Background: an optimization exercise with open tools, aiming at small area and a short achievable clock period. Do not read the settings as production practice. Function not checked in this run: the RTL went through the layout flow alone. No driver is modelled on the clock port, so clocking that relies on it looks cheaper here than on a real chip.

## design/flow/flow/params.sh

```bash
ARGS=("BUFFER_PORTS_ARGS=-buffer_cell sky130_fd_sc_hd__buf_2" SETUP_SLACK_MARGIN=9.7 TNS_END_PERCENT=0 CTS_CLUSTER_SIZE=25 CTS_CLUSTER_DIAMETER=100)
```

## design/flow/flow/run.sh

```bash
#!/bin/bash
# Layout: the standard ORFS flow (standard.sh) with extra make settings from flow/params.sh:
# a smaller port-buffer cell, timing repair aimed at a tighter setup margin, smaller clock-tree
# clusters, and a two-level clock tree (flow/cts_post.tcl).
set -euo pipefail
source flow/params.sh
bash standard.sh "${ARGS[@]}" "POST_CTS_TCL=$PWD/flow/cts_post.tcl" finish > standard_flow.log 2>&1
```

## design/flow/design.v

```verilog
module trk_lane_rx (
    input  wire        clk,
    input  wire        rst,           
    input  wire        blk_valid,
    input  wire [1:0]  blk_sh,        
    input  wire [63:0] blk_pl,        
    input  wire [2:0]  cfg_lane,
    input  wire [1:0]  cfg_step,
    output reg         locked,
    output reg         dat_valid,
    output wire [7:0]  dat_idx,
    output wire [63:0] dat_pl,
    output reg         hdr_valid,
    output reg         hdr_ok,
    output reg  [47:0] hdr_fcnt,
    output reg  [15:0] hdr_claim,
    output reg  [3:0]  hdr_ql,
    output reg  [1:0]  hdr_step,
    output reg  [2:0]  hdr_state,
    output reg  [7:0]  hdr_msg,
    output reg         crc_valid,
    output reg         crc_ok
);
    reg  [57:0]  hist;
    wire [121:0] sbits = {blk_pl, hist};
    reg  [63:0]  desc;
    integer k;
    always @* for (k = 0; k < 64; k = k + 1) desc[k] = sbits[58 + k] ^ sbits[19 + k] ^ sbits[k];
    reg        lk;          
    reg        prev_hdr;    
    reg        bad_prev;    
    reg        have_prev;   
    reg  [7:0] cnt;         
    reg  [1:0] win;         
    reg  [4:0] err;         
    reg [63:0] dreg;        
    reg        t1_b0;       
    reg        t1_b1;       
    reg        t1_sh;       
    reg        t1_ls;       
    reg        t1_se;       
    reg        ok0;         
    reg [7:0]  z8;          
    reg [15:0] c16;         
    assign dat_pl  = dreg;
    assign dat_idx = cnt;
    wire [63:0] v16;
    wire [15:0] f16;
    wire [7:0]  f8;
    genvar gi;
    generate for (gi = 0; gi < 16; gi = gi + 1) begin : g_inj
        assign v16[gi] = dreg[gi] ^ ((c16[15 - gi] | (cnt == 8'd2)) & dat_valid);
    end endgenerate
    assign v16[63:16] = dreg[63:16];
    wire p_64 = v16[33] ^ v16[39];
    wire p_65 = v16[11] ^ v16[34];
    wire p_66 = v16[5] ^ v16[41];
    wire p_67 = v16[10] ^ v16[54];
    wire p_68 = v16[40] ^ p_65;
    wire p_69 = v16[12] ^ v16[35];
    wire p_70 = v16[2] ^ v16[8];
    wire p_71 = v16[6] ^ v16[42];
    wire p_72 = v16[32] ^ v16[38];
    wire p_73 = v16[21] ^ v16[28];
    wire p_74 = v16[9] ^ v16[45];
    wire p_75 = v16[1] ^ v16[53];
    wire p_76 = v16[7] ^ v16[43];
    wire p_77 = v16[15] ^ v16[44];
    wire p_78 = v16[4] ^ v16[27];
    wire p_79 = v16[17] ^ v16[31];
    wire p_80 = v16[55] ^ v16[59];
    wire p_81 = v16[20] ^ v16[29];
    wire p_82 = v16[46] ^ p_67;
    wire p_83 = v16[0] ^ v16[3];
    wire p_84 = v16[26] ^ p_64;
    wire p_85 = v16[52] ^ p_66;
    wire p_86 = v16[14] ^ v16[30];
    wire p_87 = v16[50] ^ p_71;
    wire p_88 = v16[13] ^ v16[36];
    wire p_89 = v16[58] ^ p_73;
    wire p_90 = v16[49] ^ p_75;
    wire p_91 = v16[57] ^ v16[61];
    wire p_92 = v16[22] ^ v16[37];
    wire p_93 = v16[16] ^ p_74;
    wire p_94 = v16[47] ^ v16[48];
    wire p_95 = v16[19] ^ v16[56];
    wire p_96 = v16[51] ^ p_69;
    wire p_97 = v16[18] ^ p_68;
    wire p_98 = p_72 ^ p_85;
    wire p_99 = v16[24] ^ p_70;
    wire p_100 = v16[63] ^ p_80;
    wire p_101 = v16[25] ^ v16[60];
    wire p_102 = v16[23] ^ p_82;
    wire p_103 = v16[11] ^ v16[37];
    wire p_104 = v16[40] ^ p_79;
    wire p_105 = v16[20] ^ p_90;
    wire p_106 = v16[62] ^ p_81;
    wire p_107 = v16[9] ^ p_98;
    wire p_108 = v16[16] ^ p_89;
    wire p_109 = p_83 ^ p_95;
    wire p_110 = v16[51] ^ p_78;
    wire p_111 = p_68 ^ p_76;
    wire p_112 = v16[1] ^ p_94;
    wire p_113 = p_84 ^ p_91;
    wire p_114 = v16[6] ^ p_70;
    wire p_115 = p_82 ^ p_92;
    wire p_116 = p_96 ^ p_100;
    wire p_117 = v16[30] ^ p_66;
    wire p_118 = p_101 ^ p_107;
    wire p_119 = v16[33] ^ v16[57];
    wire p_120 = v16[2] ^ p_93;
    wire p_121 = p_87 ^ p_111;
    wire p_122 = v16[5] ^ v16[42];
    wire p_123 = p_77 ^ p_116;
    wire p_124 = v16[0] ^ p_86;
    wire p_125 = v16[41] ^ p_69;
    wire p_126 = v16[38] ^ v16[62];
    wire p_127 = p_88 ^ p_110;
    wire p_128 = p_64 ^ p_79;
    wire p_129 = p_99 ^ p_128;
    wire p_130 = p_72 ^ p_75;
    wire p_131 = v16[7] ^ v16[21];
    wire p_132 = v16[56] ^ p_88;
    wire p_133 = v16[14] ^ v16[50];
    wire p_134 = v16[23] ^ p_86;
    wire p_135 = v16[3] ^ v16[10];
    wire p_136 = v16[13] ^ p_113;
    wire p_137 = v16[52] ^ p_134;
    wire p_138 = p_109 ^ p_112;
    wire p_139 = v16[2] ^ v16[55];
    wire p_140 = v16[12] ^ p_97;
    wire p_141 = v16[31] ^ p_71;
    wire p_142 = v16[36] ^ p_103;
    wire p_143 = p_131 ^ p_137;
    wire p_144 = p_94 ^ p_96;
    wire p_145 = v16[58] ^ p_126;
    wire p_146 = p_102 ^ p_117;
    wire p_147 = p_93 ^ p_146;
    wire p_148 = p_73 ^ p_115;
    wire p_149 = v16[55] ^ p_97;
    wire p_150 = v16[8] ^ v16[24];
    wire p_151 = v16[60] ^ p_119;
    wire p_152 = p_76 ^ p_132;
    wire p_153 = v16[36] ^ v16[47];
    wire p_154 = p_108 ^ p_151;
    wire p_155 = p_101 ^ p_105;
    wire p_156 = p_106 ^ p_121;
    wire p_157 = v16[19] ^ v16[35];
    wire p_158 = v16[49] ^ p_118;
    wire p_159 = p_99 ^ p_133;
    wire p_160 = p_108 ^ p_123;
    wire p_161 = v16[63] ^ p_122;
    wire p_162 = v16[10] ^ p_74;
    wire p_163 = p_77 ^ p_130;
    wire p_164 = v16[4] ^ v16[48];
    wire p_165 = p_81 ^ p_152;
    wire p_166 = p_162 ^ p_164;
    wire p_167 = v16[32] ^ p_97;
    wire p_168 = v16[3] ^ p_160;
    wire p_169 = p_77 ^ p_157;
    wire p_170 = p_83 ^ p_149;
    wire p_171 = p_76 ^ p_124;
    wire p_172 = p_67 ^ p_127;
    wire p_173 = p_80 ^ p_112;
    wire p_174 = v16[5] ^ p_148;
    wire p_175 = p_92 ^ p_141;
    wire p_176 = p_90 ^ p_109;
    wire p_177 = p_84 ^ p_104;
    wire p_178 = v16[15] ^ p_167;
    wire p_179 = v16[46] ^ p_104;
    wire p_180 = v16[28] ^ p_136;
    wire p_181 = p_78 ^ p_147;
    wire p_182 = v16[25] ^ v16[39];
    wire p_183 = p_87 ^ p_153;
    wire p_184 = p_95 ^ p_139;
    wire p_185 = v16[49] ^ v16[53];
    wire p_186 = v16[26] ^ p_114;
    wire p_187 = v16[34] ^ v16[54];
    wire p_188 = p_100 ^ p_120;
    wire p_189 = p_113 ^ p_143;
    wire p_190 = v16[59] ^ p_161;
    wire p_191 = v16[22] ^ p_165;
    wire p_192 = v16[8] ^ v16[31];
    wire p_193 = p_73 ^ p_192;
    wire p_194 = p_85 ^ p_142;
    wire p_195 = p_193 ^ p_171;
    wire p_196 = p_194 ^ p_123;
    wire p_197 = p_195 ^ p_196;
    wire p_198 = v16[35] ^ v16[58];
    wire p_199 = p_86 ^ p_198;
    wire p_200 = p_199 ^ p_172;
    wire p_201 = p_156 ^ p_200;
    wire p_202 = v16[9] ^ v16[19];
    wire p_203 = v16[29] ^ v16[34];
    wire p_204 = p_66 ^ p_69;
    wire p_205 = p_135 ^ p_185;
    wire p_206 = p_202 ^ p_203;
    wire p_207 = p_87 ^ p_204;
    wire p_208 = p_205 ^ p_206;
    wire p_209 = p_207 ^ p_208;
    wire p_210 = p_209 ^ p_180;
    wire p_211 = v16[28] ^ v16[33];
    wire p_212 = v16[48] ^ v16[56];
    wire p_213 = p_70 ^ p_78;
    wire p_214 = p_211 ^ p_212;
    wire p_215 = p_213 ^ p_214;
    wire p_216 = p_215 ^ p_140;
    wire p_217 = p_216 ^ p_158;
    wire p_218 = v16[7] ^ v16[32];
    wire p_219 = p_103 ^ p_135;
    wire p_220 = p_150 ^ p_218;
    wire p_221 = p_110 ^ p_219;
    wire p_222 = p_220 ^ p_173;
    wire p_223 = p_177 ^ p_221;
    wire p_224 = p_222 ^ p_223;
    wire p_225 = v16[43] ^ v16[47];
    wire p_226 = p_103 ^ p_133;
    wire p_227 = p_182 ^ p_225;
    wire p_228 = p_226 ^ p_227;
    wire p_229 = p_102 ^ p_186;
    wire p_230 = p_228 ^ p_107;
    wire p_231 = p_229 ^ p_230;
    wire p_232 = p_168 ^ p_231;
    wire p_233 = v16[15] ^ v16[25];
    wire p_234 = v16[31] ^ v16[57];
    wire p_235 = p_74 ^ p_122;
    wire p_236 = p_233 ^ p_234;
    wire p_237 = p_145 ^ p_235;
    wire p_238 = p_236 ^ p_105;
    wire p_239 = p_111 ^ p_115;
    wire p_240 = p_127 ^ p_159;
    wire p_241 = p_237 ^ p_238;
    wire p_242 = p_239 ^ p_240;
    wire p_243 = p_241 ^ p_242;
    wire p_244 = v16[37] ^ v16[44];
    wire p_245 = p_88 ^ p_150;
    wire p_246 = p_244 ^ p_87;
    wire p_247 = p_125 ^ p_245;
    wire p_248 = p_166 ^ p_176;
    wire p_249 = p_246 ^ p_247;
    wire p_250 = p_248 ^ p_249;
    wire p_251 = p_189 ^ p_250;
    wire p_252 = v16[23] ^ v16[44];
    wire p_253 = p_252 ^ p_114;
    wire p_254 = p_144 ^ p_253;
    wire p_255 = p_254 ^ p_170;
    wire p_256 = p_191 ^ p_158;
    wire p_257 = p_255 ^ p_256;
    wire p_258 = v16[4] ^ v16[19];
    wire p_259 = p_258 ^ p_96;
    wire p_260 = p_129 ^ p_173;
    wire p_261 = p_259 ^ p_121;
    wire p_262 = p_260 ^ p_174;
    wire p_263 = p_261 ^ p_262;
    wire p_264 = v16[18] ^ v16[58];
    wire p_265 = p_64 ^ p_65;
    wire p_266 = p_72 ^ p_83;
    wire p_267 = p_131 ^ p_264;
    wire p_268 = p_265 ^ p_266;
    wire p_269 = p_267 ^ p_105;
    wire p_270 = p_183 ^ p_268;
    wire p_271 = p_269 ^ p_270;
    wire p_272 = p_271 ^ p_181;
    wire p_273 = p_81 ^ p_83;
    wire p_274 = p_92 ^ p_119;
    wire p_275 = p_185 ^ p_169;
    wire p_276 = p_273 ^ p_274;
    wire p_277 = p_98 ^ p_166;
    wire p_278 = p_179 ^ p_186;
    wire p_279 = p_275 ^ p_276;
    wire p_280 = p_277 ^ p_278;
    wire p_281 = p_279 ^ p_280;
    wire p_282 = v16[4] ^ p_182;
    wire p_283 = p_125 ^ p_282;
    wire p_284 = p_138 ^ p_283;
    wire p_285 = p_188 ^ p_284;
    wire p_286 = p_178 ^ p_285;
    wire p_287 = v16[1] ^ v16[14];
    wire p_288 = v16[47] ^ p_77;
    wire p_289 = p_287 ^ p_82;
    wire p_290 = p_145 ^ p_288;
    wire p_291 = p_129 ^ p_289;
    wire p_292 = p_290 ^ p_291;
    wire p_293 = p_170 ^ p_292;
    wire p_294 = v16[13] ^ v16[17];
    wire p_295 = v16[37] ^ p_64;
    wire p_296 = p_91 ^ p_294;
    wire p_297 = p_130 ^ p_295;
    wire p_298 = p_296 ^ p_102;
    wire p_299 = p_120 ^ p_171;
    wire p_300 = p_297 ^ p_298;
    wire p_301 = p_299 ^ p_300;
    wire p_302 = v16[0] ^ v16[8];
    wire p_303 = v16[12] ^ v16[29];
    wire p_304 = v16[52] ^ v16[60];
    wire p_305 = p_302 ^ p_303;
    wire p_306 = p_304 ^ p_93;
    wire p_307 = p_132 ^ p_305;
    wire p_308 = p_163 ^ p_175;
    wire p_309 = p_306 ^ p_307;
    wire p_310 = p_308 ^ p_309;
    wire p_311 = v16[12] ^ v16[18];
    wire p_312 = v16[42] ^ v16[48];
    wire p_313 = v16[53] ^ v16[63];
    wire p_314 = p_311 ^ p_312;
    wire p_315 = p_313 ^ p_89;
    wire p_316 = p_124 ^ p_184;
    wire p_317 = p_314 ^ p_177;
    wire p_318 = p_315 ^ p_316;
    wire p_319 = p_172 ^ p_317;
    wire p_320 = p_318 ^ p_118;
    wire p_321 = p_319 ^ p_320;
    wire p_322 = v16[10] ^ v16[35];
    wire p_323 = p_322 ^ p_106;
    wire p_324 = p_142 ^ p_138;
    wire p_325 = p_159 ^ p_190;
    wire p_326 = p_323 ^ p_154;
    wire p_327 = p_324 ^ p_325;
    wire p_328 = p_326 ^ p_327;
    wire p_329 = v16[15] ^ p_126;
    wire p_330 = p_187 ^ p_329;
    wire p_331 = p_144 ^ p_179;
    wire p_332 = p_190 ^ p_330;
    wire p_333 = p_155 ^ p_331;
    wire p_334 = p_332 ^ p_189;
    wire p_335 = p_333 ^ p_334;
    wire p_336 = v16[24] ^ v16[26];
    wire p_337 = v16[27] ^ v16[61];
    wire p_338 = p_79 ^ p_336;
    wire p_339 = p_337 ^ p_106;
    wire p_340 = p_338 ^ p_183;
    wire p_341 = p_339 ^ p_140;
    wire p_342 = p_188 ^ p_340;
    wire p_343 = p_174 ^ p_341;
    wire p_344 = p_342 ^ p_343;
    wire p_345 = v16[8] ^ v16[11];
    wire p_346 = v16[17] ^ v16[36];
    wire p_347 = v16[61] ^ v16[62];
    wire p_348 = p_345 ^ p_346;
    wire p_349 = p_347 ^ p_84;
    wire p_350 = p_89 ^ p_169;
    wire p_351 = p_348 ^ p_349;
    wire p_352 = p_350 ^ p_155;
    wire p_353 = p_351 ^ p_352;
    wire p_354 = p_181 ^ p_353;
    wire p_355 = v16[42] ^ v16[45];
    wire p_356 = p_91 ^ p_187;
    wire p_357 = p_355 ^ p_117;
    wire p_358 = p_356 ^ p_129;
    wire p_359 = p_357 ^ p_358;
    wire p_360 = p_191 ^ p_359;
    wire p_361 = p_168 ^ p_360;
    wire p_362 = v16[54] ^ p_78;
    wire p_363 = p_125 ^ p_134;
    wire p_364 = p_184 ^ p_362;
    wire p_365 = p_163 ^ p_363;
    wire p_366 = p_364 ^ p_154;
    wire p_367 = p_365 ^ p_156;
    wire p_368 = p_366 ^ p_367;
    wire p_369 = v16[14] ^ v16[27];
    wire p_370 = v16[43] ^ p_67;
    wire p_371 = p_80 ^ p_81;
    wire p_372 = p_369 ^ p_85;
    wire p_373 = p_370 ^ p_371;
    wire p_374 = p_175 ^ p_176;
    wire p_375 = p_372 ^ p_373;
    wire p_376 = p_374 ^ p_375;
    wire p_377 = p_178 ^ p_180;
    wire p_378 = p_376 ^ p_377;
    assign f16[0] = p_197;
    assign f16[1] = p_201;
    assign f16[2] = p_210;
    assign f16[3] = p_217;
    assign f16[4] = p_224;
    assign f16[5] = p_232;
    assign f16[6] = p_243;
    assign f16[7] = p_251;
    assign f16[8] = p_257;
    assign f16[9] = p_263;
    assign f16[10] = p_272;
    assign f16[11] = p_281;
    assign f16[12] = p_286;
    assign f16[13] = p_293;
    assign f16[14] = p_301;
    assign f16[15] = p_310;
    assign f8[0] = p_321;
    assign f8[1] = p_328;
    assign f8[2] = p_335;
    assign f8[3] = p_344;
    assign f8[4] = p_354;
    assign f8[5] = p_361;
    assign f8[6] = p_368;
    assign f8[7] = p_378;
    wire [7:0]  zin;
    wire z_16 = f8[3] ^ dreg[58];
    wire z_17 = f8[5] ^ dreg[61];
    wire z_18 = f8[0] ^ dreg[57];
    wire z_19 = f8[4] ^ z_17;
    wire z_20 = f8[1] ^ z_18;
    wire z_21 = dreg[63] ^ z_16;
    wire z_22 = dreg[59] ^ z_19;
    wire z_23 = dreg[62] ^ z_22;
    wire z_24 = f8[6] ^ z_16;
    wire z_25 = z_20 ^ z_21;
    wire z_26 = f8[1] ^ f8[2];
    wire z_27 = dreg[60] ^ z_17;
    wire z_28 = z_26 ^ z_24;
    wire z_29 = z_27 ^ z_28;
    wire z_30 = f8[1] ^ f8[7];
    wire z_31 = dreg[56] ^ dreg[58];
    wire z_32 = z_30 ^ z_31;
    wire z_33 = z_32 ^ z_22;
    wire z_34 = dreg[61] ^ z_25;
    wire z_35 = z_24 ^ z_23;
    wire z_36 = f8[6] ^ f8[7];
    wire z_37 = z_18 ^ z_36;
    wire z_38 = z_19 ^ z_37;
    wire z_39 = f8[0] ^ f8[2];
    wire z_40 = f8[7] ^ dreg[59];
    wire z_41 = z_39 ^ z_40;
    wire z_42 = z_21 ^ z_41;
    wire z_43 = f8[4] ^ dreg[60];
    wire z_44 = z_43 ^ z_25;
    wire z_45 = f8[2] ^ dreg[56];
    wire z_46 = dreg[63] ^ z_45;
    wire z_47 = z_20 ^ z_46;
    wire z_48 = z_47 ^ z_23;
    assign zin[0] = z_29;
    assign zin[1] = ~z_33;
    assign zin[2] = z_34;
    assign zin[3] = ~z_35;
    assign zin[4] = ~z_38;
    assign zin[5] = ~z_42;
    assign zin[6] = ~z_44;
    assign zin[7] = ~z_48;
    wire hdr_good = ok0 && t1_sh && t1_ls && (dreg[7:0] == 8'h47) && (f8 == z8);
    wire hdr_lost = t1_b1 && bad_prev && !hdr_good;
    wire t1_take  = dat_valid || t1_b0 || t1_b1;
    wire se_lost  = t1_take && t1_se && (err == 5'd31);
    wire lk_eff   = lk && !hdr_lost && !se_lost;
    wire is_hdr   = (blk_sh == 2'b01);
    wire is_dat   = (blk_sh == 2'b10);
    wire nb0      = (cnt == 8'd255);     
    wire nb1      = (cnt == 8'd0);       
    wire take     = blk_valid && lk_eff;
    wire lock_now = blk_valid && !lk_eff && is_hdr && prev_hdr;
    always @(posedge clk) begin
        if (blk_valid) hist <= blk_pl[63:6];
        dreg   <= desc;
        t1_sh  <= is_hdr;
        t1_se  <= (nb0 || nb1) ? !is_hdr : !is_dat;
        t1_ls  <= (desc[30:28] == cfg_lane) && (desc[33:32] == cfg_step);
        hdr_claim <= dreg[23:8];
        hdr_ql    <= dreg[27:24];
        hdr_step  <= dreg[33:32];
        hdr_state <= dreg[36:34];
        hdr_msg   <= dreg[47:40];
        hdr_ok    <= hdr_good;
        crc_ok    <= (dreg[63:48] == c16);
        if (t1_b0) begin
            z8  <= zin;
            ok0 <= t1_sh && (dreg[7:0] == 8'hB8);
            hdr_fcnt <= dreg[55:8];
        end
        if (dat_valid) c16 <= f16;
        if (lock_now) cnt <= 8'd1;
        else if (take) cnt <= cnt + 8'd1;
        if (lock_now) begin
            win <= 2'd0; err <= 5'd0; bad_prev <= 1'b0; have_prev <= 1'b0;
        end else begin
            if (t1_take) begin
                if (t1_b1) win <= win + 2'd1;
                err <= (t1_b1 && win == 2'd3) ? 5'd0 : err + {4'd0, t1_se};
            end
            if (t1_b1) bad_prev <= !hdr_good;
            if (take && cnt == 8'd254) have_prev <= 1'b1;
        end
        if (rst) begin
            lk <= 1'b0; prev_hdr <= 1'b0; locked <= 1'b0;
            dat_valid <= 1'b0; t1_b0 <= 1'b0; t1_b1 <= 1'b0;
            hdr_valid <= 1'b0; crc_valid <= 1'b0;
        end else begin
            if (blk_valid) prev_hdr <= is_hdr;
            lk        <= lk_eff || lock_now;
            locked    <= lk_eff;
            dat_valid <= take && !nb0 && !nb1;
            t1_b0     <= take && nb0;
            t1_b1     <= take && nb1;
            hdr_valid <= t1_b1;
            crc_valid <= t1_b1 && hdr_good && have_prev;
        end
    end
endmodule
```

## design/flow/config.mk

```make
export PLATFORM = sky130hd
export DESIGN_NAME = trk_lane_rx
export DESIGN_NICKNAME = trk_lane_rx
export VERILOG_FILES = /design/flow/design.v
export SDC_FILE = /design/flow/constraint.sdc
export NUM_CORES = 4
export LEC_CHECK = 0
export CAP_MARGIN = 20
export CORE_MARGIN = 2
export CORE_UTILIZATION = 40
export SLEW_MARGIN = 20
```

## design/flow/flow/cts_post.tcl

```tcl
# After CTS: take out the H-tree's branch level and drive the leaf clock
# buffers from four root buffers on the clock port, one per quarter of the
# leaves, each placed at the middle of its leaves. Every flip-flop stays two
# like buffers from the clock port.
set block [ord::get_db_block]
set root [$block findInst clkbuf_0_clk]
if {$root != "NULL"} {
  set rootnet [[$root findITerm X] getNet]
  set clknet [[$root findITerm A] getNet]
  foreach inst [$block getInsts] {
    if {![string match "clkbuf_1_*" [$inst getName]]} { continue }
    if {[[$inst findITerm A] getNet] != $rootnet} { continue }
    set onet [[$inst findITerm X] getNet]
    foreach it [$onet getITerms] {
      if {[$it getInst] == $inst} { continue }
      $it disconnect
      $it connect $rootnet
    }
    puts "cts_post: removed [$inst getName]"
    odb::dbInst_destroy $inst
    odb::dbNet_destroy $onet
  }
  set leaves {}
  foreach it [$rootnet getITerms] { if {[$it getInst] != $root} { lappend leaves $it } }
  proc cmp_x {a b} { return [expr {[lindex [[$a getInst] getLocation] 0] - [lindex [[$b getInst] getLocation] 0]}] }
  proc cmp_y {a b} { return [expr {[lindex [[$a getInst] getLocation] 1] - [lindex [[$b getInst] getLocation] 1]}] }
  set sx [lsort -command cmp_x $leaves]
  set h [expr {[llength $sx] / 2}]
  set groups {}
  foreach part [list [lrange $sx 0 [expr {$h - 1}]] [lrange $sx $h end]] {
    set sy [lsort -command cmp_y $part]
    set q [expr {[llength $sy] / 2}]
    lappend groups [lrange $sy 0 [expr {$q - 1}]] [lrange $sy $q end]
  }
  set i 0
  foreach g $groups {
    if {[llength $g] == 0} { continue }
    if {$i == 0} {
      set r $root; set n $rootnet
    } else {
      set r [odb::dbInst_create $block [$root getMaster] "clkbuf_0_${i}_clk"]
      set n [odb::dbNet_create $block "clknet_0_${i}_clk"]
      $n setSigType CLOCK
      [$r findITerm A] connect $clknet
      [$r findITerm X] connect $n
    }
    set sxx 0; set syy 0; set k 0
    foreach it $g {
      if {$i != 0} { $it disconnect; $it connect $n }
      set l [[$it getInst] getLocation]
      incr sxx [lindex $l 0]; incr syy [lindex $l 1]; incr k
    }
    $r setLocation [expr {$sxx / $k}] [expr {$syy / $k}]
    $r setPlacementStatus PLACED
    puts "cts_post: [$r getName] drives $k leaves"
    incr i
  }
  detailed_placement
  check_placement -verbose
  estimate_parasitics -placement
  report_clock_latency
}
```

## design/flow/standard.sh

```bash
#!/bin/bash
# synth_recipe.tcl (not shown) runs the flow's synth.tcl, then flattens the netlist and writes it again
# the make line also repeats each setting of config.mk as NAME=value (left out here)
make -C /OpenROAD-flow-scripts/flow DESIGN_CONFIG=/design/flow/config.mk WORK_HOME=/design/flow/orfs CLKGATE_MAP_FILE= SYNTH_SCRIPT=/design/flow/synth_recipe.tcl "${@:-finish}"
```

## design/flow/constraint.sdc

```tcl
create_clock -name core_clock -period 13.5 [get_ports {clk}]
set_input_delay 2.7000 -clock core_clock [delete_from_list [all_inputs] [get_ports {clk}]]
set_output_delay 2.7000 -clock core_clock [all_outputs]
set_load 0.01 [all_outputs]
```

==> run notes <==
## through the flow
step | setup slack (ns) | utilization [%]
after global placement | 8.387 | 45.63
final | 9.681 | 49.99
after floorplan | 9.728 | -
after global routing | 9.601 | 49.99
after detailed placement | 8.348 | 45.67
## cells in the final DEF (no fill, tap or decap), types with 12 or more instances in the layout
cell       instances
xnor3_1           25
dfxtp_1           64
edfxtp_1         131
nor2_1            12
dfxtp_4           25
buf_4             44
nand2_1           16
buf_2            232
xnor2_2           22
xnor2_1          399
xor2_1            71
dfxtp_2           38
clkbuf_16         16
## worst max-delay path: cells and delay by family, from the launching register on
family / cells / cell delay, ns
AOI/OAI and AO/OA: 3 / 0.42
xor gates and xnor gates: 6 / 2.15
and+or+nand+nor: 2 / 0.43
buffers and inverters: 2 / 0.33
DFF: 1 / 0.39
## layer usage
metal | up-vias | wire (µm)
met3 | 39 | 2740
li1 | 3818 | -
met4 | 2 | 697
met5 | - | 7
met1 | 4095 | 18060
met2 | 299 | 19680
## flip-flops by register name, indices dropped and copies added, names as in the netlist, 2 cells and up
name / flops
hdr_fcnt: 48
hdr_msg: 8
cnt: 8
z8: 8
hdr_ql: 4
dreg: 64
hdr_state: 3
c16: 16
hdr_claim: 16
err: 5
hist: 58
hdr_step: 2
win: 2
## area by class of cell, without the clock buffers
| class | count | share of cell area, % |
|---|---|---|
| well taps | 442 | 3.400 |
| inverters | 4 | 0.09232 |
| clock inverters | 2 | 0.1231 |
| multi-input cells | 692 | 43.10 |
| repair buffers | 285 | 9.970 |
| plain buffers | 3 | 0.4616 |
| flip-flops and latches | 258 | 40.69 |
## kinds of logic (layout without fill, tap and decap cells)
family / after synthesis / after routing / synth area share (%)
AOI/OAI and AO/OA: 44 / 45 / 2.887
xor gates and xnor gates: 556 / 556 / 42.41
adders and majority gates: 6 / 6 / 0.5678
buffers and inverters: 34 / 314 / 1.202
DFF: 258 / 258 / 48.99
muxes: 3 / 3 / 0.2272
and+or+nand+nor: 82 / 82 / 3.719
## worst max path at each step
stage                           end  slack (ns)  cells after the start
after floorplan              cnt[6]        9.73                      4
after global placement    have_prev        8.39                     11
after detailed placement  have_prev        8.35                     11
after global routing         cnt[4]        9.60                     15
final                        cnt[0]        9.68                     13
==> results.cfg <==
[global_routing]
met1_usage_pct = 32.82
grt_pass1_vias = 8145
grt_max_degree = 60
gr-total-overflow = 0
grt_use_met3_pct = 5.107
met2_usage_pct = 39.45
grt_pass1_wl_mm = 57.84
gr-max-usage-layer = met2
grt_usage_pct = 24.13
antenna_found_initial = 1

[hold_path]
hold_path.class = register to register
worstHoldStart = dreg[41]
hold_end = hdr_msg[1]
hold_depth = 0

[sta]
finalHoldViolations = 0
min_period_ns = 3.819
worst_pin_slew_ns = 0.9190
max_slew_margin_pct = 38.73
rsz0062_at_grt = true
fin_setup_tns_ns = 0
finClkSkew_ns = 0.02240
finalSetupViolCount = 0
holdWs_ns = 0.4460
fmax_mhz = 261.8
period_share_pct = 28.29
drv_slew = 0

[synth]
synth_nets = 1063
synth_top_area_cell = edfxtp_1
synth_flop_cell = edfxtp_1
synthTopCellsByCount = 421 x xnor2_1, 131 x edfxtp_1, 127 x dfxtp_1, 78 x xor2_1, 36 x xnor3_1
ys_async_sr_fraction_pct = 0
avgSynthCellArea_um2 = 13.45
synth.most_common_cell = xnor2_1
ys_seq_area_share_pct = 48.99
synth.cell_area_um2 = 13220
synth_edf_count = 131
synthTopCellsByArea = edfxtp_1 30%, xnor2_1 28%, dfxtp_1 19%
synth_top_cell_area_share_pct = 29.76
yosysUniqueCellTypes = 57
syn_inst = 983
ys_ff_latch = 258
yosysWarnings = 1

[placed_design]
io_buffers = 232
gp_congestion = 1.002
dpl_cell_area_um2 = 14860
dp_hpwl_mm = 31.96
dp.cells = 1635

[outcome]
status = finished clean

[floorplan]
placementRows = 66
die_h_um = 185.8
die_x_um = 185.8
core_um2 = 32540
pin_count = 233
dieArea_um2 = 34520
start_util_pct = 40.63

[worst_setup_path]
crit_path_start = dreg[28]
cp-start-kind = register
timing.rr.start = dreg[28]
r2r_setup_slack_ns = 9.68
cp_max_fo = 14
worst_r2r_endpoint = cnt[0]
slowest_delay_ns = 0.50
cp_common_cell = xnor3_1
cp.arrival_ns = 4.04
crit_slowest_cell = xnor3_1
worstSetupPathType = register to register
crit_required_ns = 13.72
crit_chain = xnor2_4, xnor3_2, xor2_1, xnor2_1, xnor3_1, xnor3_1, nand4_1, nor3_4, buf_4, a21o_4, a21oi_4, buf_12, o21ba_2
r2r_cells = 13
cp-end-kind = register

[drt]
drt_wl_total_mm = 41.18
drc = 0
vias = 8253
first_pass_iters = 5
drt_iter0_drc = 572
via_per_inst = 4.838
drtAntennaViolNets = 0
route.detailed.wl_per_inst_um = 24.14

[final_layout]
final_cells = 1706
multi_input_area_um2 = 7010
area_growth_pct = 23.03
diodes = 0
drive_gt1_share_pct = 35.92
regArea_um2 = 6618
nFillCells = 2983
final_nets = 1336
final_area_um2 = 16260

[clock_network]
cts_sinks = 258
clkTransAtPathRegs_ns = 0.10
clock_latency_ns = 0.32
cts_tree = yes

[run]
drv_cap = 0

-- afterwards: timing with drivers on the ports --
Ports are ideal in the flow. The routed layout listed here was re-timed in OpenROAD.
Step 1: set_driving_cell puts a clkbuf_16 on clk and a buf_2 on each other input, an assumption about the parent block.
Step 2, shift: input delay + t, output delay - t, t = (earliest + latest rising clock arrival at the registers) / 2. This alone moves slack from input paths to output paths.
Slacks: no drivers / after step 1 / after step 2; pairs: no drivers / after step 1.
t (ns): 0.416
setup WS [ns]: 9.681 / 9.650 / 9.391
worst hold slack (ns): 0.446 / 0.446 / 0.446
worst register clock-pin slew, ns: 0.10 / 0.10
After both steps setup and hold are still met in this run. For this run, drivers alone change the setup slack by -0.031 ns; drivers and shift together by -0.290 ns.
